This design comes from an exercise in tuning for small area, a short achievable clock period and few clock cycles per item on the open sky130 flow, not from production work.
Function was checked by simulation only, so behaviour that the tests miss may differ from the original.

[flow/config.mk]
export PLATFORM = sky130hd
export DESIGN_NAME = gst_ecc
export DESIGN_NICKNAME = gst_ecc
export VERILOG_FILES = /design/flow/design.v
export SDC_FILE = /design/flow/constraint.sdc
export NUM_CORES = 4
export LEC_CHECK = 0
export CAP_MARGIN = 20
export CORE_MARGIN = 2
export CORE_UTILIZATION = 60
export CTS_CLUSTER_DIAMETER = 60
export CTS_CLUSTER_SIZE = 24
export PLACE_DENSITY = 0.72
export SLEW_MARGIN = 20
[flow/constraint.sdc]
create_clock -name core_clock -period 25.0 [get_ports {clk}]
set_input_delay 5.0000 -clock core_clock [delete_from_list [all_inputs] [get_ports {clk}]]
set_output_delay 5.0000 -clock core_clock [all_outputs]
set_load 0.01 [all_outputs]
[flow/design.v]
module gst_ecc (
    input  wire        clk,
    input  wire        rst,
    input  wire        req_valid,
    output wire        req_ready,
    input  wire [1:0]  req_op,        
    input  wire [33:0] req_addr,      
    input  wire [31:0] req_origin,
    input  wire [79:0] req_cw,        
    input  wire [63:0] req_wdata,     
    input  wire [7:0]  req_wmask,     
    output reg         rsp_valid,
    input  wire        rsp_ready,
    output wire [63:0] rsp_data,
    output wire        rsp_wr,
    output wire [79:0] rsp_cw,
    output wire [1:0]  rsp_weight,    
    output wire        rsp_poison,
    input  wire        stat_clr,      
    input  wire [1:0]  log_clr,       
    output wire [63:0] eccstat,
    output wire [63:0] ecclog,
    output wire [31:0] eccorg
);
    wire [6:0] s1, s3;
    wire par;
    wire sx_0 = req_cw[24] ^ req_cw[75];
    wire sx_1 = req_cw[25] ^ req_cw[76];
    wire sx_2 = req_cw[55] ^ req_cw[72];
    wire sx_3 = req_cw[58] ^ sx_0;
    wire sx_4 = req_cw[17] ^ req_cw[33];
    wire sx_5 = req_cw[30] ^ req_cw[37];
    wire sx_6 = req_cw[23] ^ req_cw[50];
    wire sx_7 = req_cw[27] ^ req_cw[56];
    wire sx_8 = req_cw[19] ^ req_cw[67];
    wire sx_9 = req_cw[38] ^ req_cw[51];
    wire sx_10 = req_cw[59] ^ req_cw[73];
    wire sx_11 = req_cw[60] ^ req_cw[74];
    wire sx_12 = req_cw[8] ^ req_cw[39];
    wire sx_13 = req_cw[9] ^ req_cw[40];
    wire sx_14 = req_cw[16] ^ req_cw[52];
    wire sx_15 = req_cw[28] ^ req_cw[57];
    wire sx_16 = req_cw[26] ^ req_cw[61];
    wire sx_17 = req_cw[20] ^ req_cw[68];
    wire sx_18 = req_cw[21] ^ req_cw[69];
    wire sx_19 = req_cw[7] ^ sx_6;
    wire sx_20 = req_cw[15] ^ sx_9;
    wire sx_21 = req_cw[49] ^ sx_5;
    wire sx_22 = req_cw[78] ^ sx_3;
    wire sx_23 = sx_1 ^ sx_10;
    wire sx_24 = req_cw[29] ^ req_cw[32];
    wire sx_25 = req_cw[13] ^ req_cw[48];
    wire sx_26 = req_cw[18] ^ req_cw[66];
    wire sx_27 = req_cw[31] ^ req_cw[77];
    wire sx_28 = req_cw[22] ^ sx_7;
    wire sx_29 = req_cw[46] ^ req_cw[71];
    wire sx_30 = req_cw[45] ^ sx_2;
    wire sx_31 = req_cw[10] ^ req_cw[34];
    wire sx_32 = req_cw[14] ^ req_cw[36];
    wire sx_33 = req_cw[11] ^ req_cw[41];
    wire sx_34 = req_cw[12] ^ req_cw[47];
    wire sx_35 = req_cw[43] ^ req_cw[53];
    wire sx_36 = req_cw[35] ^ sx_11;
    wire sx_37 = req_cw[42] ^ sx_15;
    wire sx_38 = req_cw[54] ^ sx_8;
    wire sx_39 = req_cw[62] ^ sx_4;
    wire sx_40 = req_cw[70] ^ sx_16;
    wire sx_41 = sx_12 ^ sx_14;
    wire sx_42 = sx_18 ^ sx_20;
    wire sx_43 = sx_17 ^ sx_26;
    wire sx_44 = sx_21 ^ sx_28;
    wire sx_45 = sx_22 ^ sx_30;
    wire sx_46 = req_cw[5] ^ sx_13;
    wire sx_47 = req_cw[3] ^ sx_19;
    wire sx_48 = req_cw[6] ^ sx_44;
    wire sx_49 = req_cw[44] ^ sx_25;
    wire sx_50 = req_cw[64] ^ sx_24;
    wire sx_51 = req_cw[63] ^ sx_31;
    wire sx_52 = sx_23 ^ sx_29;
    wire sx_53 = sx_27 ^ sx_33;
    wire sx_54 = sx_34 ^ sx_41;
    wire sx_55 = sx_32 ^ sx_43;
    wire sx_56 = req_cw[4] ^ req_cw[65];
    wire sx_57 = req_cw[52] ^ req_cw[53];
    wire sx_58 = req_cw[61] ^ sx_39;
    wire sx_59 = sx_4 ^ sx_42;
    wire sx_60 = sx_2 ^ sx_46;
    wire sx_61 = sx_36 ^ sx_37;
    wire sx_62 = sx_40 ^ sx_45;
    wire sx_63 = sx_35 ^ sx_52;
    wire sx_64 = sx_38 ^ sx_49;
    wire sx_65 = sx_47 ^ sx_51;
    wire sx_66 = req_cw[18] ^ req_cw[42];
    wire sx_67 = req_cw[23] ^ req_cw[39];
    wire sx_68 = req_cw[0] ^ req_cw[75];
    wire sx_69 = req_cw[4] ^ req_cw[72];
    wire sx_70 = req_cw[26] ^ req_cw[65];
    wire sx_71 = req_cw[2] ^ sx_13;
    wire sx_72 = req_cw[51] ^ req_cw[57];
    wire sx_73 = req_cw[54] ^ req_cw[74];
    wire sx_74 = req_cw[1] ^ sx_50;
    wire sx_75 = req_cw[47] ^ sx_8;
    wire sx_76 = req_cw[46] ^ sx_19;
    wire sx_77 = req_cw[13] ^ sx_56;
    wire sx_78 = req_cw[71] ^ sx_1;
    wire sx_79 = req_cw[66] ^ sx_16;
    wire sx_80 = req_cw[25] ^ sx_60;
    wire sx_81 = req_cw[41] ^ sx_48;
    wire sx_82 = req_cw[77] ^ sx_18;
    wire sx_83 = req_cw[37] ^ sx_59;
    wire sx_84 = sx_14 ^ sx_22;
    wire sx_85 = sx_17 ^ sx_27;
    wire sx_86 = sx_20 ^ sx_24;
    wire sx_87 = sx_11 ^ sx_37;
    wire sx_88 = sx_12 ^ sx_36;
    wire sx_89 = req_cw[73] ^ sx_57;
    wire sx_90 = req_cw[76] ^ sx_62;
    wire sx_91 = sx_25 ^ sx_35;
    wire sx_92 = sx_23 ^ sx_40;
    wire sx_93 = sx_29 ^ sx_45;
    wire sx_94 = sx_39 ^ sx_53;
    wire sx_95 = sx_54 ^ sx_63;
    wire sx_96 = sx_55 ^ sx_64;
    wire sx_97 = sx_50 ^ sx_72;
    wire sx_98 = sx_61 ^ sx_65;
    wire sx_99 = sx_54 ^ sx_86;
    wire sx_100 = sx_67 ^ sx_82;
    wire sx_101 = sx_70 ^ sx_89;
    wire sx_102 = sx_84 ^ sx_97;
    wire sx_103 = sx_94 ^ sx_98;
    assign s1[0] = (((sx_44 ^ sx_52) ^ (sx_53 ^ (sx_19 ^ sx_38))) ^ (sx_87 ^ ((sx_68 ^ ((req_cw[14] ^ req_cw[44]) ^ (req_cw[55] ^ req_cw[62]))) ^ sx_42)));
    assign s1[1] = ((sx_99 ^ (sx_87 ^ (sx_85 ^ (((req_cw[43] ^ req_cw[56]) ^ sx_6) ^ (req_cw[63] ^ (req_cw[1] ^ req_cw[22])))))) ^ sx_90);
    assign s1[2] = (sx_102 ^ (sx_63 ^ ((sx_100 ^ sx_58) ^ (sx_71 ^ ((req_cw[30] ^ sx_7) ^ sx_49)))));
    assign s1[3] = ((sx_65 ^ (sx_101 ^ (sx_75 ^ ((req_cw[70] ^ (req_cw[11] ^ req_cw[40])) ^ (sx_66 ^ sx_7))))) ^ (sx_83 ^ sx_93));
    assign s1[4] = (((((sx_69 ^ sx_73) ^ sx_28) ^ (sx_9 ^ ((req_cw[34] ^ req_cw[35]) ^ (req_cw[48] ^ req_cw[64])))) ^ (sx_43 ^ ((req_cw[70] ^ (req_cw[19] ^ req_cw[24])) ^ (sx_15 ^ sx_33)))) ^ sx_95);
    assign s1[5] = (((((req_cw[49] ^ req_cw[58]) ^ (req_cw[71] ^ req_cw[75])) ^ (sx_34 ^ ((req_cw[17] ^ req_cw[20]) ^ (req_cw[29] ^ req_cw[36])))) ^ (sx_100 ^ sx_101)) ^ ((sx_61 ^ sx_64) ^ sx_80));
    assign s1[6] = (((sx_55 ^ (((req_cw[50] ^ (req_cw[10] ^ req_cw[21])) ^ sx_91) ^ (sx_73 ^ ((req_cw[29] ^ req_cw[40]) ^ sx_10)))) ^ sx_81) ^ sx_90);
    assign s3[0] = (((sx_58 ^ sx_60) ^ (sx_75 ^ ((req_cw[56] ^ (req_cw[31] ^ req_cw[38])) ^ (sx_15 ^ sx_68)))) ^ (sx_76 ^ ((sx_23 ^ sx_51) ^ sx_55)));
    assign s3[1] = ((((sx_77 ^ sx_85) ^ (sx_8 ^ ((req_cw[50] ^ req_cw[5]) ^ sx_57))) ^ sx_59) ^ (sx_92 ^ (((req_cw[8] ^ (req_cw[14] ^ req_cw[34])) ^ sx_21) ^ (sx_3 ^ sx_30))));
    assign s3[2] = (((sx_79 ^ sx_91) ^ ((((req_cw[19] ^ req_cw[27]) ^ (req_cw[38] ^ req_cw[68])) ^ (sx_13 ^ sx_5)) ^ (sx_41 ^ sx_78))) ^ sx_103);
    assign s3[3] = (sx_83 ^ ((((sx_32 ^ ((req_cw[28] ^ req_cw[48]) ^ (req_cw[59] ^ req_cw[6]))) ^ sx_74) ^ (sx_76 ^ sx_88)) ^ ((sx_79 ^ (sx_3 ^ sx_53)) ^ sx_80)));
    assign s3[4] = (sx_93 ^ (sx_48 ^ (((sx_26 ^ (req_cw[9] ^ (req_cw[16] ^ req_cw[32]))) ^ (sx_38 ^ sx_77)) ^ (sx_58 ^ sx_88))));
    assign s3[5] = (sx_102 ^ (sx_96 ^ (sx_47 ^ (((req_cw[69] ^ (req_cw[12] ^ req_cw[33])) ^ (sx_11 ^ sx_69)) ^ (sx_21 ^ sx_78)))));
    assign s3[6] = (sx_81 ^ (sx_99 ^ (((sx_66 ^ ((req_cw[33] ^ req_cw[36]) ^ (req_cw[60] ^ req_cw[62]))) ^ sx_92) ^ (sx_71 ^ (((req_cw[65] ^ req_cw[67]) ^ (req_cw[78] ^ req_cw[7])) ^ (sx_0 ^ sx_31))))));
    assign par = (sx_103 ^ ((((sx_42 ^ sx_74) ^ (sx_46 ^ (sx_56 ^ (req_cw[79] ^ (req_cw[0] ^ req_cw[2]))))) ^ (sx_48 ^ sx_96)) ^ (sx_62 ^ sx_95)));
    wire [6:0] w3;
    wire [127:0] w3_tab0 = 128'h85171f397d3521e1ec0715d9c155d956;
    wire [127:0] w3_tab1 = 128'h077bca8c40edde83cfa9b8fae20590f0;
    wire [127:0] w3_tab2 = 128'hd3d8a3c4b729aac8883ed3b1ef77e000;
    wire [127:0] w3_tab3 = 128'h9d7459fd639529fbdb72e2c062284688;
    wire [127:0] w3_tab4 = 128'h76d02a17ab13d34bf22b331b534913bc;
    wire [127:0] w3_tab5 = 128'h7a55ce6bcde0f5c45424a2b9e9a25f80;
    wire [127:0] w3_tab6 = 128'h4ae285f65b8d65a17edf971ddc8880a0;
    assign w3 = {w3_tab6[s1], w3_tab5[s1], w3_tab4[s1], w3_tab3[s1], w3_tab2[s1], w3_tab1[s1], w3_tab0[s1]};
    wire [6:0] t;
    wire [6:0] tm_m0 = s3;
    wire [6:0] tm_m1 = {tm_m0[5:3], tm_m0[2] ^ tm_m0[6], tm_m0[1:0], tm_m0[6]};
    wire [6:0] tm_m2 = {tm_m1[5:3], tm_m1[2] ^ tm_m1[6], tm_m1[1:0], tm_m1[6]};
    wire [6:0] tm_m3 = {tm_m2[5:3], tm_m2[2] ^ tm_m2[6], tm_m2[1:0], tm_m2[6]};
    wire [6:0] tm_m4 = {tm_m3[5:3], tm_m3[2] ^ tm_m3[6], tm_m3[1:0], tm_m3[6]};
    wire [6:0] tm_m5 = {tm_m4[5:3], tm_m4[2] ^ tm_m4[6], tm_m4[1:0], tm_m4[6]};
    wire [6:0] tm_m6 = {tm_m5[5:3], tm_m5[2] ^ tm_m5[6], tm_m5[1:0], tm_m5[6]};
    assign t[0] = ((((w3[0] & tm_m0[0]) ^ (w3[1] & tm_m1[0])) ^ ((w3[2] & tm_m2[0]) ^ (w3[3] & tm_m3[0]))) ^ (((w3[4] & tm_m4[0]) ^ (w3[5] & tm_m5[0])) ^ (w3[6] & tm_m6[0])));
    assign t[1] = ((((w3[0] & tm_m0[1]) ^ (w3[1] & tm_m1[1])) ^ ((w3[2] & tm_m2[1]) ^ (w3[3] & tm_m3[1]))) ^ (((w3[4] & tm_m4[1]) ^ (w3[5] & tm_m5[1])) ^ (w3[6] & tm_m6[1])));
    assign t[2] = ((((w3[0] & tm_m0[2]) ^ (w3[1] & tm_m1[2])) ^ ((w3[2] & tm_m2[2]) ^ (w3[3] & tm_m3[2]))) ^ (((w3[4] & tm_m4[2]) ^ (w3[5] & tm_m5[2])) ^ (w3[6] & tm_m6[2])));
    assign t[3] = ((((w3[0] & tm_m0[3]) ^ (w3[1] & tm_m1[3])) ^ ((w3[2] & tm_m2[3]) ^ (w3[3] & tm_m3[3]))) ^ (((w3[4] & tm_m4[3]) ^ (w3[5] & tm_m5[3])) ^ (w3[6] & tm_m6[3])));
    assign t[4] = ((((w3[0] & tm_m0[4]) ^ (w3[1] & tm_m1[4])) ^ ((w3[2] & tm_m2[4]) ^ (w3[3] & tm_m3[4]))) ^ (((w3[4] & tm_m4[4]) ^ (w3[5] & tm_m5[4])) ^ (w3[6] & tm_m6[4])));
    assign t[5] = ((((w3[0] & tm_m0[5]) ^ (w3[1] & tm_m1[5])) ^ ((w3[2] & tm_m2[5]) ^ (w3[3] & tm_m3[5]))) ^ (((w3[4] & tm_m4[5]) ^ (w3[5] & tm_m5[5])) ^ (w3[6] & tm_m6[5])));
    assign t[6] = ((((w3[0] & tm_m0[6]) ^ (w3[1] & tm_m1[6])) ^ ((w3[2] & tm_m2[6]) ^ (w3[3] & tm_m3[6]))) ^ (((w3[4] & tm_m4[6]) ^ (w3[5] & tm_m5[6])) ^ (w3[6] & tm_m6[6])));
    wire [6:0] pl1, pl2, pl3, pl4, pl5, pl6;
    wire px_0 = s1[0] ^ s1[4];
    wire px_1 = s1[1] ^ s1[5];
    wire px_2 = s1[2] ^ s1[6];
    wire px_3 = s1[3] ^ s1[6];
    wire px_4 = s1[2] ^ s1[3];
    wire px_5 = s1[3] ^ px_0;
    wire px_6 = s1[5] ^ px_2;
    wire px_7 = s1[0] ^ s1[1];
    wire px_8 = s1[1] ^ s1[2];
    wire px_9 = s1[0] ^ s1[5];
    wire px_10 = s1[3] ^ px_1;
    assign pl1[0] = s1[3];
    assign pl1[1] = s1[4];
    assign pl1[2] = s1[5];
    assign pl1[3] = px_3;
    assign pl1[4] = px_0;
    assign pl1[5] = px_1;
    assign pl1[6] = px_2;
    assign pl2[0] = px_3;
    assign pl2[1] = px_0;
    assign pl2[2] = px_1;
    assign pl2[3] = px_4;
    assign pl2[4] = px_5;
    assign pl2[5] = (s1[4] ^ px_1);
    assign pl2[6] = px_6;
    assign pl3[0] = px_8;
    assign pl3[1] = (s1[0] ^ px_4);
    assign pl3[2] = (s1[1] ^ px_5);
    assign pl3[3] = (s1[4] ^ s1[5]);
    assign pl3[4] = (s1[5] ^ s1[6]);
    assign pl3[5] = (s1[0] ^ s1[6]);
    assign pl3[6] = px_7;
    assign pl4[0] = (s1[5] ^ px_3);
    assign pl4[1] = (s1[6] ^ px_0);
    assign pl4[2] = (s1[0] ^ px_1);
    assign pl4[3] = (px_1 ^ px_4);
    assign pl4[4] = (px_2 ^ px_5);
    assign pl4[5] = (s1[4] ^ px_10);
    assign pl4[6] = (s1[4] ^ px_6);
    assign pl5[0] = (s1[4] ^ px_2);
    assign pl5[1] = (s1[3] ^ s1[5]);
    assign pl5[2] = (s1[4] ^ s1[6]);
    assign pl5[3] = (px_0 ^ px_6);
    assign pl5[4] = (px_1 ^ px_3);
    assign pl5[5] = (px_0 ^ px_2);
    assign pl5[6] = px_10;
    assign pl6[0] = (s1[4] ^ px_8);
    assign pl6[1] = (px_4 ^ px_9);
    assign pl6[2] = (px_3 ^ (s1[1] ^ px_0));
    assign pl6[3] = px_9;
    assign pl6[4] = (s1[1] ^ s1[6]);
    assign pl6[5] = (s1[0] ^ s1[2]);
    assign pl6[6] = (s1[3] ^ px_7);
    wire [6:0] x1n, x2n;
    assign x1n[0] = ((((t[1] & pl1[0]) ^ (t[2] & pl2[0])) ^ ((t[3] & pl3[0]) ^ (t[4] & pl4[0]))) ^ ((t[5] & pl5[0]) ^ (t[6] & pl6[0])));
    assign x2n[0] = ((((t[1] & pl1[0]) ^ (t[2] & pl2[0])) ^ ((t[3] & pl3[0]) ^ (t[4] & pl4[0]))) ^ (((t[5] & pl5[0]) ^ (t[6] & pl6[0])) ^ s1[0]));
    assign x1n[1] = ((((t[1] & pl1[1]) ^ (t[2] & pl2[1])) ^ ((t[3] & pl3[1]) ^ (t[4] & pl4[1]))) ^ ((t[5] & pl5[1]) ^ (t[6] & pl6[1])));
    assign x2n[1] = ((((t[1] & pl1[1]) ^ (t[2] & pl2[1])) ^ ((t[3] & pl3[1]) ^ (t[4] & pl4[1]))) ^ (((t[5] & pl5[1]) ^ (t[6] & pl6[1])) ^ s1[1]));
    assign x1n[2] = ((((t[1] & pl1[2]) ^ (t[2] & pl2[2])) ^ ((t[3] & pl3[2]) ^ (t[4] & pl4[2]))) ^ ((t[5] & pl5[2]) ^ (t[6] & pl6[2])));
    assign x2n[2] = ((((t[1] & pl1[2]) ^ (t[2] & pl2[2])) ^ ((t[3] & pl3[2]) ^ (t[4] & pl4[2]))) ^ (((t[5] & pl5[2]) ^ (t[6] & pl6[2])) ^ s1[2]));
    assign x1n[3] = ((((t[1] & pl1[3]) ^ (t[2] & pl2[3])) ^ ((t[3] & pl3[3]) ^ (t[4] & pl4[3]))) ^ ((t[5] & pl5[3]) ^ (t[6] & pl6[3])));
    assign x2n[3] = ((((t[1] & pl1[3]) ^ (t[2] & pl2[3])) ^ ((t[3] & pl3[3]) ^ (t[4] & pl4[3]))) ^ (((t[5] & pl5[3]) ^ (t[6] & pl6[3])) ^ s1[3]));
    assign x1n[4] = ((((t[1] & pl1[4]) ^ (t[2] & pl2[4])) ^ ((t[3] & pl3[4]) ^ (t[4] & pl4[4]))) ^ ((t[5] & pl5[4]) ^ (t[6] & pl6[4])));
    assign x2n[4] = ((((t[1] & pl1[4]) ^ (t[2] & pl2[4])) ^ ((t[3] & pl3[4]) ^ (t[4] & pl4[4]))) ^ (((t[5] & pl5[4]) ^ (t[6] & pl6[4])) ^ s1[4]));
    assign x1n[5] = ((((t[1] & pl1[5]) ^ (t[2] & pl2[5])) ^ ((t[3] & pl3[5]) ^ (t[4] & pl4[5]))) ^ ((t[5] & pl5[5]) ^ (t[6] & pl6[5])));
    assign x2n[5] = ((((t[1] & pl1[5]) ^ (t[2] & pl2[5])) ^ ((t[3] & pl3[5]) ^ (t[4] & pl4[5]))) ^ (((t[5] & pl5[5]) ^ (t[6] & pl6[5])) ^ s1[5]));
    assign x1n[6] = ((((t[1] & pl1[6]) ^ (t[2] & pl2[6])) ^ ((t[3] & pl3[6]) ^ (t[4] & pl4[6]))) ^ ((t[5] & pl5[6]) ^ (t[6] & pl6[6])));
    assign x2n[6] = ((((t[1] & pl1[6]) ^ (t[2] & pl2[6])) ^ ((t[3] & pl3[6]) ^ (t[4] & pl4[6]))) ^ (((t[5] & pl5[6]) ^ (t[6] & pl6[6])) ^ s1[6]));
    wire s1z = (s1 == 7'd0);
    wire cz  = (t == 7'd1);
    wire fue = s1z ? (s3 != 7'd0) : (!cz && (par || !t[0]));
    wire is_w = (req_op == 2'd0);
    wire is_m = (req_op == 2'd2);
    wire is_s = (req_op == 2'd3);
    wire [7:0] kmask = is_w ? 8'hFF : is_m ? req_wmask : 8'h00;
    reg  [63:0] xm;
    integer bi;
    always @(*) begin
        for (bi = 0; bi < 8; bi = bi + 1)
            xm[8*bi +: 8] = kmask[bi] ? req_wdata[8*bi +: 8] : req_cw[14 + 8*bi +: 8];
    end
    reg [63:0] q_x;
    reg [7:0]  q_kmask;
    reg [6:0]  x1, x2;
    reg        q_s1z, q_cz, q_fue, q_par, q_pr;
    reg        q_w, q_m, q_s;
    reg [33:0] q_addr;
    reg [31:0] q_origin;
    wire load = !rsp_valid || rsp_ready;
    assign req_ready = load;
    always @(posedge clk) begin
        if (rst)
            rsp_valid <= 1'b0;
        else if (load)
            rsp_valid <= req_valid;
        if (load) begin
            q_x      <= xm;
            q_kmask  <= kmask;
            x1       <= x1n;
            x2       <= x2n;
            q_s1z    <= s1z;
            q_cz     <= cz;
            q_fue    <= fue;
            q_par    <= par;
            q_pr     <= req_cw[78];
            q_w      <= is_w;
            q_m      <= is_m;
            q_s      <= is_s;
            q_addr   <= req_addr;
            q_origin <= req_origin;
        end
    end
    wire       v1, p1;
    wire [127:0] v1_tab0 = 128'h341efc53e5ef4f6366edbbb9ab551f7e;
    assign v1 = {v1_tab0[x1]};
    wire [127:0] p1_tab0 = 128'h00000000000040000000000000000000;
    assign p1 = {p1_tab0[x1]};
    wire       v2, p2;
    wire [127:0] v2_tab0 = 128'h341efc53e5ef4f6366edbbb9ab551f7e;
    assign v2 = {v2_tab0[x2]};
    wire [127:0] p2_tab0 = 128'h00000000000040000000000000000000;
    assign p2 = {p2_tab0[x2]};
    wire       ue = q_fue || (!q_s1z && (!v2 || (!q_cz && !v1)));
    wire [1:0] w  = q_s1z ? {1'b0, q_par} : (q_cz && q_par) ? 2'd1 : 2'd2;
    wire       pz = !ue && (q_pr ^ p1 ^ p2);
    assign rsp_weight = q_w ? 2'd0 : ue ? 2'd3 : w;
    assign rsp_poison = !q_w && pz;
    assign rsp_wr     = q_w || q_m || (q_s && !pz && (ue || w != 2'd0));
    wire   enc_p      = (q_m && (ue || pz)) || (q_s && ue);
    wire   q_report   = !q_w && !(q_s && pz);
    wire   q_scrub    = q_s;
    wire       v1n = (v1 || q_cz) && !q_fue;
    wire       v2n = v2 && !q_fue;
    reg [63:0] en;
    integer bj;
    always @(*) begin
        for (bj = 0; bj < 8; bj = bj + 1)
            en[8*bj +: 8] = {8{!q_kmask[bj]}};
    end
    wire [63:0] h1, h2;
    assign h1[0] = (x1 == 7'd65);
    assign h1[1] = (x1 == 7'd11);
    assign h1[2] = (x1 == 7'd22);
    assign h1[3] = (x1 == 7'd44);
    assign h1[4] = (x1 == 7'd88);
    assign h1[5] = (x1 == 7'd57);
    assign h1[6] = (x1 == 7'd114);
    assign h1[7] = (x1 == 7'd109);
    assign h1[8] = (x1 == 7'd83);
    assign h1[9] = (x1 == 7'd47);
    assign h1[10] = (x1 == 7'd94);
    assign h1[11] = (x1 == 7'd53);
    assign h1[12] = (x1 == 7'd106);
    assign h1[13] = (x1 == 7'd93);
    assign h1[14] = (x1 == 7'd51);
    assign h1[15] = (x1 == 7'd102);
    assign h1[16] = (x1 == 7'd69);
    assign h1[17] = (x1 == 7'd3);
    assign h1[18] = (x1 == 7'd6);
    assign h1[19] = (x1 == 7'd12);
    assign h1[20] = (x1 == 7'd24);
    assign h1[21] = (x1 == 7'd48);
    assign h1[22] = (x1 == 7'd96);
    assign h1[23] = (x1 == 7'd73);
    assign h1[24] = (x1 == 7'd27);
    assign h1[25] = (x1 == 7'd54);
    assign h1[26] = (x1 == 7'd108);
    assign h1[27] = (x1 == 7'd81);
    assign h1[28] = (x1 == 7'd43);
    assign h1[29] = (x1 == 7'd86);
    assign h1[30] = (x1 == 7'd37);
    assign h1[31] = (x1 == 7'd74);
    assign h1[32] = (x1 == 7'd29);
    assign h1[33] = (x1 == 7'd58);
    assign h1[34] = (x1 == 7'd116);
    assign h1[35] = (x1 == 7'd97);
    assign h1[36] = (x1 == 7'd75);
    assign h1[37] = (x1 == 7'd31);
    assign h1[38] = (x1 == 7'd62);
    assign h1[39] = (x1 == 7'd124);
    assign h1[40] = (x1 == 7'd113);
    assign h1[41] = (x1 == 7'd107);
    assign h1[42] = (x1 == 7'd95);
    assign h1[43] = (x1 == 7'd55);
    assign h1[44] = (x1 == 7'd110);
    assign h1[45] = (x1 == 7'd85);
    assign h1[46] = (x1 == 7'd35);
    assign h1[47] = (x1 == 7'd70);
    assign h1[48] = (x1 == 7'd5);
    assign h1[49] = (x1 == 7'd10);
    assign h1[50] = (x1 == 7'd20);
    assign h1[51] = (x1 == 7'd40);
    assign h1[52] = (x1 == 7'd80);
    assign h1[53] = (x1 == 7'd41);
    assign h1[54] = (x1 == 7'd82);
    assign h1[55] = (x1 == 7'd45);
    assign h1[56] = (x1 == 7'd90);
    assign h1[57] = (x1 == 7'd61);
    assign h1[58] = (x1 == 7'd122);
    assign h1[59] = (x1 == 7'd125);
    assign h1[60] = (x1 == 7'd115);
    assign h1[61] = (x1 == 7'd111);
    assign h1[62] = (x1 == 7'd87);
    assign h1[63] = (x1 == 7'd39);
    assign h2[0] = (x2 == 7'd65);
    assign h2[1] = (x2 == 7'd11);
    assign h2[2] = (x2 == 7'd22);
    assign h2[3] = (x2 == 7'd44);
    assign h2[4] = (x2 == 7'd88);
    assign h2[5] = (x2 == 7'd57);
    assign h2[6] = (x2 == 7'd114);
    assign h2[7] = (x2 == 7'd109);
    assign h2[8] = (x2 == 7'd83);
    assign h2[9] = (x2 == 7'd47);
    assign h2[10] = (x2 == 7'd94);
    assign h2[11] = (x2 == 7'd53);
    assign h2[12] = (x2 == 7'd106);
    assign h2[13] = (x2 == 7'd93);
    assign h2[14] = (x2 == 7'd51);
    assign h2[15] = (x2 == 7'd102);
    assign h2[16] = (x2 == 7'd69);
    assign h2[17] = (x2 == 7'd3);
    assign h2[18] = (x2 == 7'd6);
    assign h2[19] = (x2 == 7'd12);
    assign h2[20] = (x2 == 7'd24);
    assign h2[21] = (x2 == 7'd48);
    assign h2[22] = (x2 == 7'd96);
    assign h2[23] = (x2 == 7'd73);
    assign h2[24] = (x2 == 7'd27);
    assign h2[25] = (x2 == 7'd54);
    assign h2[26] = (x2 == 7'd108);
    assign h2[27] = (x2 == 7'd81);
    assign h2[28] = (x2 == 7'd43);
    assign h2[29] = (x2 == 7'd86);
    assign h2[30] = (x2 == 7'd37);
    assign h2[31] = (x2 == 7'd74);
    assign h2[32] = (x2 == 7'd29);
    assign h2[33] = (x2 == 7'd58);
    assign h2[34] = (x2 == 7'd116);
    assign h2[35] = (x2 == 7'd97);
    assign h2[36] = (x2 == 7'd75);
    assign h2[37] = (x2 == 7'd31);
    assign h2[38] = (x2 == 7'd62);
    assign h2[39] = (x2 == 7'd124);
    assign h2[40] = (x2 == 7'd113);
    assign h2[41] = (x2 == 7'd107);
    assign h2[42] = (x2 == 7'd95);
    assign h2[43] = (x2 == 7'd55);
    assign h2[44] = (x2 == 7'd110);
    assign h2[45] = (x2 == 7'd85);
    assign h2[46] = (x2 == 7'd35);
    assign h2[47] = (x2 == 7'd70);
    assign h2[48] = (x2 == 7'd5);
    assign h2[49] = (x2 == 7'd10);
    assign h2[50] = (x2 == 7'd20);
    assign h2[51] = (x2 == 7'd40);
    assign h2[52] = (x2 == 7'd80);
    assign h2[53] = (x2 == 7'd41);
    assign h2[54] = (x2 == 7'd82);
    assign h2[55] = (x2 == 7'd45);
    assign h2[56] = (x2 == 7'd90);
    assign h2[57] = (x2 == 7'd61);
    assign h2[58] = (x2 == 7'd122);
    assign h2[59] = (x2 == 7'd125);
    assign h2[60] = (x2 == 7'd115);
    assign h2[61] = (x2 == 7'd111);
    assign h2[62] = (x2 == 7'd87);
    assign h2[63] = (x2 == 7'd39);
    assign rsp_data = q_x ^ (((h1 & {64{v2n}}) | (h2 & {64{v1n}})) & en);
    wire [14:0] encd;
    wire ex_0 = rsp_data[3] ^ rsp_data[14];
    wire ex_1 = rsp_data[17] ^ rsp_data[43];
    wire ex_2 = rsp_data[0] ^ rsp_data[22];
    wire ex_3 = rsp_data[1] ^ rsp_data[23];
    wire ex_4 = rsp_data[2] ^ rsp_data[24];
    wire ex_5 = rsp_data[4] ^ rsp_data[26];
    wire ex_6 = rsp_data[5] ^ rsp_data[27];
    wire ex_7 = rsp_data[25] ^ rsp_data[30];
    wire ex_8 = rsp_data[13] ^ rsp_data[46];
    wire ex_9 = rsp_data[31] ^ rsp_data[47];
    wire ex_10 = rsp_data[37] ^ rsp_data[62];
    wire ex_11 = rsp_data[38] ^ rsp_data[63];
    wire ex_12 = rsp_data[9] ^ rsp_data[29];
    wire ex_13 = rsp_data[18] ^ rsp_data[44];
    wire ex_14 = rsp_data[6] ^ rsp_data[61];
    wire ex_15 = rsp_data[33] ^ rsp_data[58];
    wire ex_16 = rsp_data[32] ^ ex_5;
    wire ex_17 = rsp_data[50] ^ rsp_data[53];
    wire ex_18 = rsp_data[56] ^ ex_0;
    wire ex_19 = ex_7 ^ ex_9;
    wire ex_20 = rsp_data[12] ^ rsp_data[45];
    wire ex_21 = rsp_data[10] ^ rsp_data[48];
    wire ex_22 = rsp_data[11] ^ rsp_data[49];
    wire ex_23 = rsp_data[28] ^ rsp_data[42];
    wire ex_24 = rsp_data[7] ^ ex_10;
    wire ex_25 = rsp_data[39] ^ ex_3;
    wire ex_26 = rsp_data[40] ^ ex_2;
    wire ex_27 = rsp_data[41] ^ ex_8;
    wire ex_28 = rsp_data[52] ^ ex_1;
    wire ex_29 = rsp_data[55] ^ ex_4;
    wire ex_30 = rsp_data[60] ^ ex_6;
    wire ex_31 = rsp_data[15] ^ rsp_data[57];
    wire ex_32 = rsp_data[20] ^ rsp_data[59];
    wire ex_33 = rsp_data[21] ^ ex_11;
    wire ex_34 = rsp_data[19] ^ ex_14;
    wire ex_35 = rsp_data[54] ^ ex_19;
    wire ex_36 = ex_16 ^ ex_17;
    wire ex_37 = ex_20 ^ ex_21;
    wire ex_38 = ex_15 ^ ex_30;
    wire ex_39 = rsp_data[16] ^ rsp_data[50];
    wire ex_40 = rsp_data[8] ^ ex_13;
    wire ex_41 = rsp_data[34] ^ rsp_data[59];
    wire ex_42 = rsp_data[35] ^ ex_24;
    wire ex_43 = rsp_data[51] ^ ex_12;
    wire ex_44 = rsp_data[29] ^ ex_38;
    wire ex_45 = rsp_data[44] ^ ex_23;
    wire ex_46 = rsp_data[54] ^ ex_26;
    wire ex_47 = rsp_data[61] ^ ex_25;
    wire ex_48 = ex_22 ^ ex_27;
    wire ex_49 = ex_18 ^ ex_37;
    wire ex_50 = ex_31 ^ ex_48;
    wire ex_51 = rsp_data[14] ^ rsp_data[33];
    wire ex_52 = rsp_data[1] ^ rsp_data[57];
    wire ex_53 = rsp_data[13] ^ rsp_data[49];
    wire ex_54 = rsp_data[0] ^ ex_0;
    wire ex_55 = rsp_data[26] ^ rsp_data[43];
    wire ex_56 = rsp_data[30] ^ rsp_data[45];
    wire ex_57 = rsp_data[34] ^ rsp_data[41];
    wire ex_58 = rsp_data[40] ^ rsp_data[42];
    wire ex_59 = rsp_data[10] ^ ex_13;
    wire ex_60 = rsp_data[4] ^ ex_28;
    wire ex_61 = rsp_data[35] ^ rsp_data[62];
    wire ex_62 = rsp_data[5] ^ ex_29;
    wire ex_63 = rsp_data[24] ^ ex_11;
    wire ex_64 = rsp_data[36] ^ rsp_data[63];
    wire ex_65 = rsp_data[36] ^ ex_3;
    wire ex_66 = rsp_data[23] ^ ex_18;
    wire ex_67 = rsp_data[51] ^ rsp_data[55];
    wire ex_68 = rsp_data[12] ^ ex_32;
    wire ex_69 = rsp_data[11] ^ ex_35;
    wire ex_70 = rsp_data[48] ^ ex_1;
    wire ex_71 = rsp_data[7] ^ ex_44;
    wire ex_72 = rsp_data[8] ^ ex_46;
    wire ex_73 = rsp_data[16] ^ ex_42;
    wire ex_74 = rsp_data[46] ^ ex_19;
    wire ex_75 = rsp_data[28] ^ ex_41;
    wire ex_76 = rsp_data[60] ^ ex_12;
    wire ex_77 = ex_2 ^ ex_8;
    wire ex_78 = rsp_data[32] ^ ex_47;
    wire ex_79 = rsp_data[39] ^ ex_43;
    wire ex_80 = ex_4 ^ ex_34;
    wire ex_81 = ex_14 ^ ex_29;
    wire ex_82 = ex_26 ^ ex_36;
    wire ex_83 = ex_23 ^ ex_40;
    wire ex_84 = ex_24 ^ ex_54;
    wire ex_85 = ex_28 ^ ex_53;
    wire ex_86 = ex_33 ^ ex_52;
    wire ex_87 = ex_27 ^ ex_63;
    wire ex_88 = ex_39 ^ ex_57;
    wire ex_89 = ex_49 ^ ex_55;
    wire ex_90 = ex_45 ^ ex_68;
    wire ex_91 = ex_66 ^ ex_82;
    assign encd[0] = (((ex_40 ^ ex_70) ^ (ex_75 ^ ex_77)) ^ (ex_79 ^ (((ex_31 ^ ex_51) ^ (ex_56 ^ ex_6)) ^ ((rsp_data[37] ^ ex_17) ^ ex_34))));
    assign encd[1] = ((ex_85 ^ ((ex_21 ^ ex_32) ^ (ex_9 ^ ((rsp_data[38] ^ rsp_data[57]) ^ ex_17)))) ^ (ex_73 ^ ((ex_38 ^ ex_47) ^ ex_72)));
    assign encd[2] = ((((ex_29 ^ ex_33) ^ ex_46) ^ (ex_65 ^ ((ex_10 ^ ex_56) ^ (rsp_data[43] ^ (rsp_data[19] ^ rsp_data[32]))))) ^ (ex_44 ^ ex_50));
    assign encd[3] = ((ex_88 ^ (ex_15 ^ ((rsp_data[22] ^ rsp_data[37]) ^ ex_11))) ^ (((ex_18 ^ ex_25) ^ ex_74) ^ (ex_81 ^ ex_90)));
    assign encd[4] = (ex_91 ^ ((ex_74 ^ ex_80) ^ (ex_83 ^ ((((rsp_data[21] ^ rsp_data[33]) ^ (rsp_data[38] ^ rsp_data[9])) ^ ex_30) ^ ex_42))));
    assign encd[5] = ((ex_84 ^ ex_87) ^ ((ex_35 ^ ex_36) ^ (ex_65 ^ ((rsp_data[17] ^ ex_32) ^ ex_59))));
    assign encd[6] = (((ex_36 ^ ex_81) ^ ex_69) ^ (ex_86 ^ (((ex_1 ^ ex_41) ^ ex_45) ^ (ex_76 ^ ex_77))));
    assign encd[7] = (ex_71 ^ (ex_89 ^ (((((rsp_data[22] ^ rsp_data[2]) ^ ex_13) ^ (ex_61 ^ ex_67)) ^ ex_35) ^ ex_78)));
    assign encd[8] = (((ex_28 ^ (((rsp_data[18] ^ rsp_data[31]) ^ ex_10) ^ (ex_22 ^ ex_64))) ^ (ex_62 ^ ex_79)) ^ ex_91);
    assign encd[9] = (((((rsp_data[25] ^ ex_12) ^ ex_75) ^ ex_49) ^ (ex_60 ^ ex_87)) ^ (ex_72 ^ ex_78));
    assign encd[10] = (ex_50 ^ (((((rsp_data[47] ^ rsp_data[53]) ^ ex_5) ^ (ex_51 ^ ex_58)) ^ ((ex_61 ^ ex_7) ^ ex_25)) ^ ((ex_59 ^ ex_76) ^ ex_62)));
    assign encd[11] = ((ex_69 ^ ex_89) ^ (ex_80 ^ (ex_88 ^ (((rsp_data[15] ^ rsp_data[58]) ^ ex_58) ^ (ex_6 ^ ex_64)))));
    assign encd[12] = ((ex_50 ^ ex_73) ^ (ex_90 ^ ((((rsp_data[31] ^ rsp_data[3]) ^ ex_67) ^ (rsp_data[6] ^ (rsp_data[25] ^ rsp_data[27]))) ^ (ex_16 ^ ex_70))));
    assign encd[13] = ((((((rsp_data[14] ^ rsp_data[36]) ^ (rsp_data[47] ^ rsp_data[56])) ^ (ex_20 ^ ex_39)) ^ (ex_16 ^ ex_33)) ^ (ex_83 ^ ex_85)) ^ ex_71);
    assign encd[14] = ((ex_84 ^ ex_86) ^ (((ex_34 ^ ex_37) ^ ex_60) ^ (ex_43 ^ ((ex_15 ^ ex_22) ^ (rsp_data[2] ^ (rsp_data[20] ^ rsp_data[27]))))));
    wire [14:0] colp = 15'h15af;    
    wire [14:0] cw15 = encd ^ ({15{enc_p}} & colp);
    assign rsp_cw = {cw15[14], enc_p, rsp_data, cw15[13:0]};
    reg [31:0] ce1_cnt;
    reg [15:0] ce2_cnt;
    reg [15:0] ue_cnt;
    reg [33:0] log_addr;
    reg [1:0]  log_weight;
    reg        log_poison;
    reg        log_scrub;
    reg        log_valid;
    reg        log_ovf;
    reg [31:0] org;
    wire       rsp_fire  = rsp_valid && rsp_ready;
    wire       ev_bad    = rsp_poison || (rsp_weight == 2'd3);
    wire       ev_ce1    = rsp_fire && q_report && !ev_bad && (rsp_weight == 2'd1);
    wire       ev_ce2    = rsp_fire && q_report && !ev_bad && (rsp_weight == 2'd2);
    wire       ev_ue     = rsp_fire && q_report && ev_bad;
    wire       ev_log    = ev_ce1 || ev_ce2 || ev_ue;
    wire [31:0] ce1_base = stat_clr ? 32'd0 : ce1_cnt;
    wire [15:0] ce2_base = stat_clr ? 16'd0 : ce2_cnt;
    wire [15:0] ue_base  = stat_clr ? 16'd0 : ue_cnt;
    wire        valid_base = log_valid && !log_clr[0];
    wire        ovf_base   = log_ovf && !log_clr[1];
    always @(posedge clk) begin
        if (rst) begin
            ce1_cnt    <= 32'd0;
            ce2_cnt    <= 16'd0;
            ue_cnt     <= 16'd0;
            log_addr   <= 34'd0;
            log_weight <= 2'd0;
            log_poison <= 1'b0;
            log_scrub  <= 1'b0;
            log_valid  <= 1'b0;
            log_ovf    <= 1'b0;
            org        <= 32'd0;
        end else begin
            ce1_cnt <= (ev_ce1 && ce1_base != 32'hFFFF_FFFF) ? ce1_base + 32'd1 : ce1_base;
            ce2_cnt <= (ev_ce2 && ce2_base != 16'hFFFF) ? ce2_base + 16'd1 : ce2_base;
            ue_cnt  <= (ev_ue  && ue_base  != 16'hFFFF) ? ue_base  + 16'd1 : ue_base;
            log_valid <= valid_base || ev_log;
            log_ovf   <= ovf_base || (ev_log && valid_base);
            if (ev_log && !valid_base) begin
                log_addr   <= q_addr;
                log_weight <= ev_bad ? 2'd3 : rsp_weight;
                log_poison <= rsp_poison;
                log_scrub  <= q_scrub;
                org        <= q_origin;
            end
        end
    end
    assign eccstat = {ue_cnt, ce2_cnt, ce1_cnt};
    assign ecclog  = {21'd0, log_ovf, log_valid, log_scrub, log_poison, log_weight, log_addr, 3'd0};
    assign eccorg  = org;
endmodule
[flow/flow/run.sh]
#!/bin/bash
# The standard layout, with the ports buffered by the smallest buffer
# (sky130_fd_sc_hd__buf_1) instead of the default delay buffer, and timing
# repair aiming 14 ns below the clock period.
set -euo pipefail
bash standard.sh "BUFFER_PORTS_ARGS=-buffer_cell sky130_fd_sc_hd__buf_1" SETUP_SLACK_MARGIN=14 finish > standard_flow.log 2>&1
[flow/standard.sh]
#!/bin/bash
# synth_recipe.tcl (not shown) runs the flow's synth.tcl, then flattens the netlist and writes it again
# the make line also repeats each setting of config.mk as NAME=value (left out here)
make -C /OpenROAD-flow-scripts/flow DESIGN_CONFIG=/design/flow/config.mk WORK_HOME=/design/flow/orfs CLKGATE_MAP_FILE= SYNTH_SCRIPT=/design/flow/synth_recipe.tcl "${@:-finish}"
==> results of run 1 <==
worst max-delay path: stages:
cell	delay [ns]
buf_1	0.24
nand2b_4	0.38
buf_1	0.29
per-stage QoR:
step	area, µm²	util	instances
after floorplan	23600	-	2577
after global placement	25100	0.649	3412
after detailed placement	25100	0.649	3412
after CTS	25900	0.671	3465
after global routing	26300	0.681	3486
final	26300	0.682	3488
path summary, 6_finish.rpt:
check	slack, ns	to	cells past startpoint	start
setup reg to reg	19.78	ce1_cnt[30]	18	x2[1]
hold reg to reg	0.46	log_addr[21]	2	log_addr[21]
setup / recovery	14.08	req_ready	3	rsp_ready
hold / removal	0.46	log_addr[21]	2	log_addr[21]
cells by family (layout without fill, tap and decap cells):
family                     count (synthesis)  count (layout)  share of synthesized area
AOI/OAI and AO/OA                        384             384                      0.110
xor gates and xnor gates                 663             664                      0.286
adders and majority gates                 29              29                     0.0154
buffers and inverters                    328             714                     0.0742
DFF                                      297             297                      0.321
muxes                                    104             104                     0.0486
other                                      1              28                   0.000159
and+or+nand+nor                          748             750                      0.145
flip-flops by register name, summed over array words and instances, names as in the netlist, 2 cells and up:
name,count
org,32
q_addr,34
q_x,64
x2,7
log_addr,34
x1,7
ce1_cnt,32
ce2_cnt,16
q_origin,32
log_weight,2
q_kmask,8
ue_cnt,16
per-layer routing:
| metal | vias to the layer above | GRT usage |
|---|---|---|
| met5 | - | 0 |
| met4 | 2 | 0.138 |
| met3 | 212 | 0.0458 |
| met2 | 1220 | 0.615 |
| met1 | 9766 | 0.491 |
| li1 | 9326 | - |
cell usage after synthesis (14+ instances only):
master    count  area [µm²]
o22a_1       62         543
buf_4       107         803
nor3_1       31         155
ha_1         29         363
o21ai_0      42         210
dfxtp_1     137        2740
xnor3_1      37         833
mux2i_1      31         310
nand3_1      72         360
nor2_1      232         871
nand2_1     254         953
buf_2        25         125
nor2b_1      45         282
nand2b_1     25         156
and3_1       14        87.6
a211oi_1     14         105
xnor2_1     472        4130
xnor2_2      19         309
mux2_2       72         811
edfxtp_1    160        4800
inv_1       101         379
nand4_1      15        93.8
clkbuf_1     74         278
xor2_1      115        1010
a21oi_1     147         736
final cells by class:
| type | count | area, µm² | area share |
|---|---|---|---|
| clock buffer | 23 | 500 | 0.0190 |
| sequential | 297 | 7550 | 0.287 |
| clock inverter | 10 | 118 | 0.00447 |
| tap | 518 | 648 | 0.0246 |
| antenna | 4 | 10.0 | 0.000380 |
| inverter | 108 | 415 | 0.0158 |
| timing repair buffer | 573 | 2450 | 0.0930 |
| multi-input combinational | 1955 | 14700 | 0.556 |
what timing repair did:
item	CTS	global route
buffers inserted	17	19
resized for setup	11	54
cloned	3	0
pin swaps	7	6
setup endpoints to repair	21	30
==> results.yml, run 1 <==
cts:
  clockRootBuffer: "clkbuf_16"
  clockBufferDepth: 3
  worst_setup_hold_path_clk_slew_ns: 0.09
  tritoncts.num_buffers: 19
  cts_max_level: 1
  clock_tree_from_tritoncts: "built"
  cts_hold_repair.buffers: 0
  clock_insertion_delay_worst_skew_ns: 0.54
  clkSinkCount: 297
sta:
  final_max_slew_viol_count: 0
  max_slew.worst_pin.slew_ns: 1.17
  layout_worst_path_cycle_share: 0.437
  final-setup-viol-count: 0
  final.setup.tns_ns: 0
  fin_worst_hold_slack_ns: 0.458
  slew-limit-headroom: 0.223
  clock-skew-final_ns: 0.0150
  post-route-worst-setup-slack_ns: 14.08
  min_period_ns: 10.92
  finalHoldViolCount: 0
  maxClockFrequency_mhz: 91.6
  unrepaired_setup_endpoints_after_global_routing: "false"
synthesis:
  asr_flop_ratio_synth: 0
  synth_enable_flop_cells: 160
  post_synthesis_cell_area_um2: 23500
  synthesis.instances: 2554
  avgSynthCellArea_um2: 9.21
  yosysWarningCount: 1
  synth_ff_type: "edfxtp_1"
  synthDistinctLibCells: 92
  synth-seq-cells: 297
  synth-seq-area-share: 0.321
setup_path:
  arrival_ns: 5.92
  setup.worst_path.end_class: "primary output"
  data_required_time_at_the_worst_endpoint_ns: 20.00
  setup_cp_type: "input pin to primary output"
  worstSetupStartpointType: "input pin"
  path_max_fanout: 14
route:
  detailroute.wirelength.met2_um: 37500
  top_signal_layer_used: "met5"
  drt_iter0_drc: 2085
  ant_nets: 0
  dr_wl_met3_um: 7200
  total_via_count_in_the_routed_design: 20526
  route.detailed.drc: 0
  routed_via_density: 5.88
  wl_met1_um: 31000
  drtPass1Iterations: 8
  route.final.wire_length_um: 79100
  routedWlPerCell_um: 22.7
die:
  start_util: 0.609
  design.die.area_um2: 40800
  die_w_um: 202
  fp.coreArea_um2: 38600
  boundaryPins: 537
  die_y_um: 202
  core.rowCount: 72
run:
  max_cap_viol_count: 0
placement:
  pre_cts_slack_ns: 12.36
  portBuffers: 512
  routabilityCongestion: 1.05
  hpwl_um: 61200
layout:
  areaGrowthSynthToFinish_pct: 11.9
  nFillCells: 3191
  layout_commonest_cell: "buf_1"
  nets: 3210
  post_route_cells_drive_above_1_share: 0.0944
  layout.cells.most_common_list: "500 x buf_1, 455 x xnor2_1, 253 x nand2_1"
global_routing:
  grt_antenna_before_repair: 4
  grt_start_max_net_pins: 68
  grt_first_pass_wirelength_um: 116000
  overflow: 0
  first_global_vias: 19283
  grt_util_all_layers: 0.368
min_path:
  hold_path.class: "flip-flop to flip-flop"
outcome:
  outcome: "timing/DRC/antenna clean"
Testbench counts, summed over its fixed seeds: cycles 12,008, items 12,000.
==> run 2, diff against run 1 <==
--- a/flow/design.v
+++ b/flow/design.v
@@ -258,12 +258,13 @@
     reg [31:0] q_origin;
     wire load = !rsp_valid || rsp_ready;
     assign req_ready = load;
+    wire take = req_valid && load;     
     always @(posedge clk) begin
         if (rst)
             rsp_valid <= 1'b0;
         else if (load)
             rsp_valid <= req_valid;
-        if (load) begin
+        if (take) begin
             q_x      <= xm;
             q_kmask  <= kmask;
             x1       <= x1n;
==> results.yml, run 2 <==
outcome:
  outcome: "timing/DRC/antenna clean"
cts:
  cts_hold_repair.buffers: 0
  cts_max_level: 1
  clockBufferDepth: 3
  clock_insertion_delay_worst_skew_ns: 0.55
  tritoncts.num_buffers: 22
  clock_tree_from_tritoncts: "built"
  worst_setup_hold_path_clk_slew_ns: 0.08
  clockRootBuffer: "clkbuf_16"
  clkSinkCount: 297
setup_path:
  path_max_fanout: 50
  arrival_ns: 11.16
  crit_end: "x2[3]"
  setup_cp_type: "input pin to flip-flop"
  setup.worst_path.end_class: "flip-flop"
  worst-r2r-setup-slack_ns: 19.95
  worst_setup_path_startpoint: "req_cw[58]"
  peak_per_stage_delay_on_the_critical_path_ns: 0.54
  worstSetupStartpointType: "input pin"
  data_required_time_at_the_worst_endpoint_ns: 25.27
  cp_num_buf_inv: 4
  critical_path_depth: 21
  critical_path.cell_chain: "buf_1 -> xor3_2 -> xnor3_2 -> xor3_1 -> xnor3_2 -> buf_6 -> inv_4 -> buf_8 -> nand2_1 -> o22ai_1 -> o21ai_0 -> a311o_1 -> and2_1 -> nor2_1 -> xnor3_1 -> xnor3_2 -> or3_1 -> o211ai_1 -> xnor2_1 -> xnor2_1 -> xnor2_1"
  crit-reg2reg-launch: "x1[1]"
  path_delay_family: "XOR/XNOR gates"
  ff2ff_path_depth: 18
  rr_endpoint: "ce1_cnt[25]"
  slowest_cell_on_crit_path: "xnor3_2"
sta:
  final_max_slew_viol_count: 0
  maxClockFrequency_mhz: 91.9
  final.setup.tns_ns: 0
  min_period_ns: 10.89
  slew-limit-headroom: 0.176
  unrepaired_setup_endpoints_after_global_routing: "true"
  layout_worst_path_cycle_share: 0.435
  final-setup-viol-count: 0
  max_slew.worst_pin.slew_ns: 1.24
  clock-skew-final_ns: 0.0394
  finalHoldViolCount: 0
global_routing:
  first_global_vias: 18894
  overflow: 0
  grt_start_max_net_pins: 83
  grt_util_all_layers: 0.366
  grt_antenna_before_repair: 6
  grt_first_pass_wirelength_um: 114000
layout:
  layout_commonest_cell: "buf_1"
  post_route_cells_drive_above_1_share: 0.0819
  nets: 3134
  largest_reg_flops: 64
  final_cell_area_um2: 26100
  finish.cell_count_without_fillers: 3413
  areaGrowthSynthToFinish_pct: 12.3
  postLayoutCoreUtil: 0.679
  top_register: "q_x"
  largestRegisters: "q_x (64), log_addr (34), q_addr (34)"
  layout.cells.most_common_list: "503 x buf_1, 475 x xnor2_1, 252 x nand2_1"
synthesis:
  synth-seq-cells: 297
  yosysWarningCount: 1
  synthesis.instances: 2498
  synth-seq-area-share: 0.325
  synth_most_common_cell: "xnor2_1"
  synthDominantCellAreaShare: 0.207
  synth_xor_xnor_area_share: 0.293
  synth_enable_flop_cells: 160
  synth.top_cells.by_count: "496 x xnor2_1, 252 x nand2_1, 224 x nor2_1, 160 x edfxtp_1, 141 x a21oi_1"
  asr_flop_ratio_synth: 0
  synth_top_family_by_area: "XOR/XNOR gates"
  synth_compound_gate_area_share: 0.108
  avgSynthCellArea_um2: 9.31
  post_synthesis_cell_area_um2: 23300
  synthMuxAreaShare: 0.0510
  synth-adder-area-share: 0.0156
  netlist_top_cells_area: "edfxtp_1 21%, xnor2_1 19%, dfxtp_1 12%"
  post_synthesis_share_of_cell_area_spent_on_and_or_nand_and_nor_gates: 0.137
  synth_ff_type: "edfxtp_1"
  synthDistinctLibCells: 86
  synthDominantAreaCellType: "edfxtp_1"
placement:
  numPlacedInstances: 3356
  hpwl_um: 59700
  post_dp_cell_area_um2: 24800
  routabilityCongestion: 1.14
  portBuffers: 512
die:
  start_util: 0.604
  core.rowCount: 72
  boundaryPins: 537
  design.die.area_um2: 40300
  fp.coreArea_um2: 38500
  die_w_um: 201
  die_y_um: 201
route:
  drt_iter0_drc: 2375
  routedWlPerCell_um: 22.6
  route.final.wire_length_um: 77000
  drtPass1Iterations: 8
  route.detailed.drc: 0
  total_via_count_in_the_routed_design: 20230
  routed_via_density: 5.93
  ant_nets: 0
min_path:
  hold_path.class: "flip-flop to flip-flop"
run:
  max_cap_viol_count: 0
[run 2: cell type report]
| type | instances | area, µm² |
|---|---|---|
| multi-input cells | 1908 | 14400 |
| flip-flops and latches | 297 | 7550 |
| well taps | 518 | 648 |
| clock inverters | 16 | 250 |
| inverters | 104 | 412 |
| fillers | 3106 | 12400 |
| repair buffers | 545 | 2220 |
| diodes | 1 | 2.50 |
| clock buffers | 24 | 579 |
[run 2: what timing repair did]
item	in CTS	in global routing
pin swaps	1	2
resized for setup	23	45
buffers inserted	4	11
cloned	0	0
setup endpoints to repair	17	30
[run 2: kinds of logic (layout without fill, tap and decap cells)]
| family | Yosys count | count (layout) |
|---|---|---|
| flip-flops | 297 | 297 |
| AO/OA/AOI/OAI | 370 | 370 |
| AND/OR/NAND/NOR | 707 | 707 |
| adder cells (fa/ha/maj) | 29 | 29 |
| XOR/XNOR | 676 | 676 |
| other | 1 | 25 |
| multiplexers | 102 | 102 |
| buffers and inverters | 316 | 689 |
[run 2: worst register-to-register path: stages (launching register included)]
cell and delay [ns]:
edfxtp_1 0.49, inv_1 0.14, ha_1 0.32, mux2i_1 0.20, mux2i_1 0.09, mux4_2 0.48
a32oi_1 0.19, nor2_1 0.12, nor2_1 0.12, o21bai_1 0.14, or2_2 0.35, nand2b_1 0.24
nor2_1 0.52, nand4_1 0.23, nor2_1 0.35, and3_1 0.29, nand2_1 0.22, or3_1 0.38
a21oi_1 0.14
[run 2: routing by layer]
layer	vias to the layer above	GRT usage	wire length, µm
met2	1213	0.603	36200
met3	225	0.0708	7240
li1	9147	-	-
met1	9641	0.478	30100
met4	4	0.143	3460
met5	-	0	31
[run 2: metrics by stage]
step	hold WS, ns	setup slack, ns
after floorplan	0.437	14.49
after global placement	0.442	12.82
after detailed placement	0.446	12.88
after CTS	0.457	14.01
after global routing	0.474	13.92
final	0.455	14.11
[run 2: how the worst min path moves through the flow]
stage	startpoint	endpoint	cells past startpoint
global route	log_scrub	log_scrub	2
finish	log_addr[24]	log_addr[24]	2
floorplan	log_poison	log_poison	2
CTS	org[16]	org[16]	2
global placement	log_addr[12]	log_addr[12]	2
detailed placement	org[16]	org[16]	2
Testbench counts of run 2, summed over its fixed seeds: cycles 12,008, items 12,000.
==> run 3, diff against run 2 <==
==> flow/flow/run.sh (replaced) <==
#!/bin/bash
# The standard layout, with the ports buffered by the smallest buffer
# (sky130_fd_sc_hd__buf_1) instead of the default delay buffer, and timing
# repair aiming 14.25 ns below the clock period.
set -euo pipefail
bash standard.sh "BUFFER_PORTS_ARGS=-buffer_cell sky130_fd_sc_hd__buf_1" SETUP_SLACK_MARGIN=14.25 finish > standard_flow.log 2>&1
--- a/flow/config.mk
+++ b/flow/config.mk
@@ -10,5 +10,6 @@
 export CORE_UTILIZATION = 60
 export CTS_CLUSTER_DIAMETER = 60
 export CTS_CLUSTER_SIZE = 24
+export GPL_ROUTABILITY_DRIVEN = 0
 export PLACE_DENSITY = 0.72
 export SLEW_MARGIN = 20
==> results.yml, run 3 <==
min_path:
  worst_hold_startpoint: "log_addr[4]"
  hold_end: "log_addr[4]"
  cell_depth_of_the_worst_min_delay_path: 2
  hold_path.class: "flip-flop to flip-flop"
cts:
  cts_max_level: 1
  tritoncts.num_buffers: 25
  clockRootBuffer: "clkbuf_16"
  clock_tree_from_tritoncts: "built"
  clkSinkCount: 297
  clock_insertion_delay_worst_skew_ns: 0.56
  worst_setup_hold_path_clk_slew_ns: 0.08
  clockBufferDepth: 3
sta:
  min_period_ns: 10.65
  finalHoldViolCount: 0
  unrepaired_setup_endpoints_after_global_routing: "true"
  layout_worst_path_cycle_share: 0.426
  clock-skew-final_ns: 0.0330
  final_max_slew_viol_count: 0
  maxClockFrequency_mhz: 93.9
  post-route-worst-setup-slack_ns: 14.35
  max_slew.worst_pin.slew_ns: 1.12
  final-setup-viol-count: 0
  final.setup.tns_ns: 0
  slew-limit-headroom: 0.246
synthesis:
  post_synthesis_cell_area_um2: 23300
  synth_xor_xnor_area_share: 0.293
  synth_top_family_by_area: "XOR/XNOR gates"
  synthDominantAreaCellType: "edfxtp_1"
  synthesis.instances: 2498
  synthMuxAreaShare: 0.0510
  asr_flop_ratio_synth: 0
  synth-seq-area-share: 0.325
  synthDominantCellAreaShare: 0.207
  yosysWarningCount: 1
  avgSynthCellArea_um2: 9.31
  synth_compound_gate_area_share: 0.108
  synth-adder-area-share: 0.0156
  synth-seq-cells: 297
  netlist_top_cells_area: "edfxtp_1 21%, xnor2_1 19%, dfxtp_1 12%"
  synth_most_common_cell: "xnor2_1"
  synth_enable_flop_cells: 160
  synthDistinctLibCells: 86
  post_synthesis_share_of_cell_area_spent_on_and_or_nand_and_nor_gates: 0.137
  synth.top_cells.by_count: "496 x xnor2_1, 252 x nand2_1, 224 x nor2_1, 160 x edfxtp_1, 141 x a21oi_1"
  synth_ff_type: "edfxtp_1"
setup_path:
  rr_endpoint: "ce1_cnt[25]"
  critical_path.cell_chain: "buf_1 -> xnor2_1 -> xnor3_1 -> xnor3_1 -> xnor2_4 -> buf_4 -> buf_4 -> ha_1 -> nor2_1 -> nor3b_1 -> nor2_1 -> o32ai_4 -> nor3_1 -> xnor2_1 -> xnor3_2 -> inv_1 -> nor2_1 -> a221oi_1 -> xor2_1 -> xnor2_1 -> xnor2_1"
  slowest_cell_on_crit_path: "xnor2_1"
  peak_per_stage_delay_on_the_critical_path_ns: 0.60
  ff2ff_path_depth: 17
  worst-r2r-setup-slack_ns: 20.02
  worstSetupStartpointType: "input pin"
  crit-reg2reg-launch: "x1[1]"
  cp_num_buf_inv: 4
  setup_cp_type: "input pin to flip-flop"
  path_max_fanout: 9
  setup.worst_path.end_class: "flip-flop"
  data_required_time_at_the_worst_endpoint_ns: 25.29
  path_common_cell: "xnor2_1"
  arrival_ns: 10.94
  path_delay_family: "XOR/XNOR gates"
route:
  route.detailed.drc: 0
  route.final.wire_length_um: 76500
  ant_nets: 0
  routedWlPerCell_um: 22.2
  drt_iter0_drc: 2383
  drtPass1Iterations: 12
  total_via_count_in_the_routed_design: 20751
  routed_via_density: 6.03
die:
  boundaryPins: 537
  fp.coreArea_um2: 38500
  start_util: 0.604
  die_w_um: 201
  die_y_um: 201
  core.rowCount: 72
  design.die.area_um2: 40300
layout:
  largestRegisters: "q_x (64), log_addr (34), q_addr (34)"
  layout.cells.most_common_list: "504 x buf_1, 455 x xnor2_1, 252 x nand2_1"
  areaGrowthSynthToFinish_pct: 14.6
  layout_commonest_cell: "buf_1"
  largest_reg_flops: 64
  postLayoutCoreUtil: 0.693
  post_route_cells_drive_above_1_share: 0.0984
  nets: 3157
  top_register: "q_x"
global_routing:
  grt_start_max_net_pins: 82
  overflow: 0
  first_global_vias: 19462
  grt_antenna_before_repair: 7
  grt_first_pass_wirelength_um: 112000
  grt_util_all_layers: 0.358
placement:
  pre_cts_slack_ns: 13.07
  hpwl_um: 58200
  portBuffers: 512
run:
  max_cap_viol_count: 0
outcome:
  outcome: "timing/DRC/antenna clean"
## run 3: final cells by class
class | count | area [µm²]
multi-input cells | 1909 | 14700
fillers | 3073 | 11800
flip-flops and latches | 297 | 7550
repair buffers | 564 | 2350
clock buffers | 27 | 654
well taps | 518 | 648
inverters | 104 | 427
clock inverters | 17 | 320
diodes | 5 | 12.5
## run 3: through the flow
stage               instances  instance area [µm²]  hold slack (ns)
floorplan                2521                23300            0.437
global placement         3354                24800            0.441
detailed placement       3354                24800            0.446
CTS                      3414                26100            0.459
global route             3438                26600            0.477
finish                   3441                26700            0.455
## run 3: worst min-delay path, stage by stage, from the launching register on
cell and delay, ns:
dfxtp_1 0.31, nand2_1 0.05, a21oi_1 0.05
## run 3: how the worst max path moves through the flow
stage                          start  slack [ns]          to  cells past startpoint
after global routing           x2[1]       14.20   rsp_cw[7]                     18
final                     req_cw[77]       14.35       x2[4]                     21
after detailed placement  req_cw[75]       13.07       x2[3]                     22
after floorplan           req_cw[74]       14.49       x1[6]                     23
after CTS                      x2[0]       14.23  rsp_cw[13]                     18
after global placement    req_cw[76]       13.30       x2[4]                     19
## run 3: metal layers
metal,track usage,up-vias,part of all wire
li1,-,9184,-
met1,0.436,9709,0.37
met2,0.575,1445,0.46
met3,0.111,407,0.11
met4,0.183,6,0.065
met5,0.00833,-,0.00050
## run 3: repair_timing
item | CTS | global route
endpoints found under the setup margin | 31 | 30
cloned | 0 | 1
buffers inserted | 16 | 21
pin swaps | 3 | 13
resized for setup | 33 | 72
hold buffers | 0 | 0
## run 3: cell families (layout without fill, tap and decap cells)
kind of cell | count (synthesis) | in the layout
compound gates | 370 | 370
xor+xnor | 676 | 677
fa+ha+maj | 29 | 29
buf+inv | 316 | 712
flops | 297 | 297
mux | 102 | 102
other cells | 1 | 29
simple gates | 707 | 707

==> separate check: timing with driven ports <==
The flow's constraints put no driver on any port. The routed layouts listed below were extracted and timed again, unchanged, in two steps. Step 1 assumes that a clkbuf_16 drives the clock port and a buf_2 every other input. Step 2 times the ports against the registers' clock, not the clock port: input delays grow and output delays shrink by t, the midpoint of the rising clock arrivals with the driver on. a / b / c = ideal / step 1 / step 2; a / b = the first two.
run | t (ns) | slack for setup (ns) | worst register clock-pin slew, ns
run 1 | 0.583 | 14.079 / 14.025 / 13.719 | 0.09 / 0.09
run 2 | 0.585 | 14.114 / 14.148 / 13.563 | 0.09 / 0.09
run 3 | 0.603 | 14.349 / 14.307 / 13.777 | 0.09 / 0.09
After both steps every run listed still meets setup and hold. For run 3, which loses most, drivers alone change the setup slack by -0.042 ns; drivers and shift together by -0.572 ns.
